This is an optimization exercise on Yosys and OpenROAD, whose aim is small area, not a production implementation. Only simulation tests tie the RTL to the original design; equivalence was not proved.

## north
## bp_exec
module bp_exec (
    input  wire         clk,
    input  wire         rst,           
    input  wire         in_valid,
    input  wire [127:0] in_insn,
    input  wire [15:0]  in_opa,        
    input  wire [15:0]  in_opb,        
    input  wire [15:0]  in_opc,        
    input  wire [15:0]  in_opd,        
    output reg          out_valid,
    output reg          out_we,        
    output reg  [15:0]  out_data,
    output reg          out_ext,       
    output reg          out_lat3,      
    output reg          out_heavy,     
    output reg          out_illegal,   
    output reg          out_format,    
    output reg          out_tap,       
    output reg          out_chk,       
    output reg  [3:0]   out_rd,        
    output reg  [3:0]   out_rdbit      
);
For scale: about 2000 cells after synthesis, about 67 flip-flops, ~230 I/O pins, roughly 0.015 mm^2 of cells after synthesis.
Settings: LEC_CHECK=0, CAP_MARGIN=20, CORE_MARGIN=2, CORE_UTILIZATION=40, CTS_BUF_LIST=sky130_fd_sc_hd__clkbuf_4, GPL_TIMING_DRIVEN=0, SETUP_SLACK_MARGIN=0.3, SLEW_MARGIN=20; clock period 18.0 ns.
standard.sh (not shown) runs the stock make flow with config.mk's settings and CLKGATE_MAP_FILE= SYNTH_SCRIPT=/design/flow/synth_recipe.tcl, a recipe that flattens the netlist after the stock synthesis.
==> flow/flow/run.sh <==
#!/bin/bash
# Own layout flow: the standard ORFS flow (standard.sh) with
#  - synthesis by flow/synth.tcl (standard synthesis, area-oriented mapping),
#  - port buffers of the smallest buffer cell (every port still buffered).
# The whole make output goes to flow_make.log; ORFS's per-step logs stay in
# orfs/logs.
set -euo pipefail
W=$(pwd)
bash standard.sh "SYNTH_SCRIPT=$W/flow/synth.tcl" \
    "BUFFER_PORTS_ARGS=-buffer_cell sky130_fd_sc_hd__buf_1" \
    finish > "$W/flow_make.log" 2>&1
==> flow/flow/area.abc <==
strash
&get -n
&deepsyn -T 60 -t
&put
dch -f
amap -F 2 -A 8
strash
&get -n
&deepsyn -T 60 -t -S 7
&put
dch -f
amap -F 2 -A 8
topo
==> flow/flow/synth.tcl <==
set my_dir [file dirname [file normalize [info script]]]
proc synth {args} { yosys synth -nofsm -noshare -noabc {*}$args }
proc extract_fa {args} { yosys extract_fa -fa {*}$args }
proc abc {args} {
  global my_dir
  set i [lsearch -exact $args -script]
  if {$i >= 0} { set args [lreplace $args [expr {$i+1}] [expr {$i+1}] $my_dir/area.abc] }
  yosys abc {*}$args
}
source $::env(SCRIPTS_DIR)/synth.tcl
# left out here: clear keep_hierarchy, flatten, clean up, hide names made inside functions, write 1_2_yosys.v
north completed; timing, DRC and antenna clean
Here is what was changed in the inputs of south compared with north.
--- a/flow/design.v
+++ b/flow/design.v
@@ -344,20 +344,20 @@
     wire        red_e3 = (sub[4:3] == 2'd3);
     wire [15:0] red_b  = wb & {16{red_e1}};
     wire [15:0] red_c  = wc & {16{red_e2}};
     wire [15:0] red_d  = wd & {16{red_e3}};
     wire [15:0] red_o  = wa | red_b | red_c | red_d;
     wire [15:0] red_a  = wa & (wb | {16{~red_e1}}) & (wc | {16{~red_e2}}) &
                          (wd | {16{~red_e3}});
     wire [15:0] red_x  = wa ^ red_b ^ red_c ^ red_d;
-    wire [15:0] red_z   = sub[0] ? red_o : ~red_a;
-    wire        red_oz  = |(red_z & imm);
+    wire        red_or  = |(red_o & imm);
+    wire        red_and = &(red_a | ~imm);
     wire        red_xor = ^(red_x & imm);
-    wire        red_r   = (sub[1] ? red_xor : (red_oz ^ ~sub[0])) ^ sub[2];
+    wire        red_r   = (sub[1] ? red_xor : sub[0] ? red_or : red_and) ^ sub[2];
     wire        ad_inv = g_cmp | opc[1];
     wire        ad_cin = ad_inv ^ (~g_cmp & opc[0] & bc);
     wire [15:0] ad_y   = wb ^ {16{ad_inv}};
     wire [16:0] ad_c;
     wire [15:0] ad_s;
     assign ad_c[0] = ad_cin;
     genvar gi;
     generate
### Flow results
south | status: complete | timing, DRC, antenna: pass
Compare north and south | clock distribution area overhead in the final layout higher: south
Re share of the clock period used by the worst path after layout: north and south aren't equal, and the lower value belongs to north.
Chip height across north and south: no real change.
Compared north against south; via count within noise.
Taking north as the reference, in south starting DRC count in detailed routing climbed 16%, worst setup slack dropped 730 ps, count of different cell masters after synthesis climbed 6, die area dropped about 0.47%.
Summary of south over north: global routing usage on met2 lower, highest net fanout along the worst path higher, number of setup violations in the final report roughly the same.

## what the ideal ports hide
The results above use ideal ports. As a check the final layouts listed here were re-extracted and re-timed, cells and wires unchanged.
Step 1: set_driving_cell puts a clkbuf_16 on clk and a buf_2 on each other input, an assumption about the parent block.
Step 2 adds t to the input delays and takes it off the output delays; t is the mean of the earliest and latest rising clock arrival at the registers after step 1. Input paths then give back, and output paths get back, about the clock's delay inside the block.
Slacks: ideal ports / drivers / drivers and shift; pairs: ideal ports / drivers.
run | shift t [ns] | slack for setup (ns) | cell pins on the clock port's net
north | 0.427 | 1.212 / 1.206 / 0.779 | 1
south | 0.429 | 0.485 / 0.481 / 0.052 | 1
After both steps setup and hold are still met in every run listed.
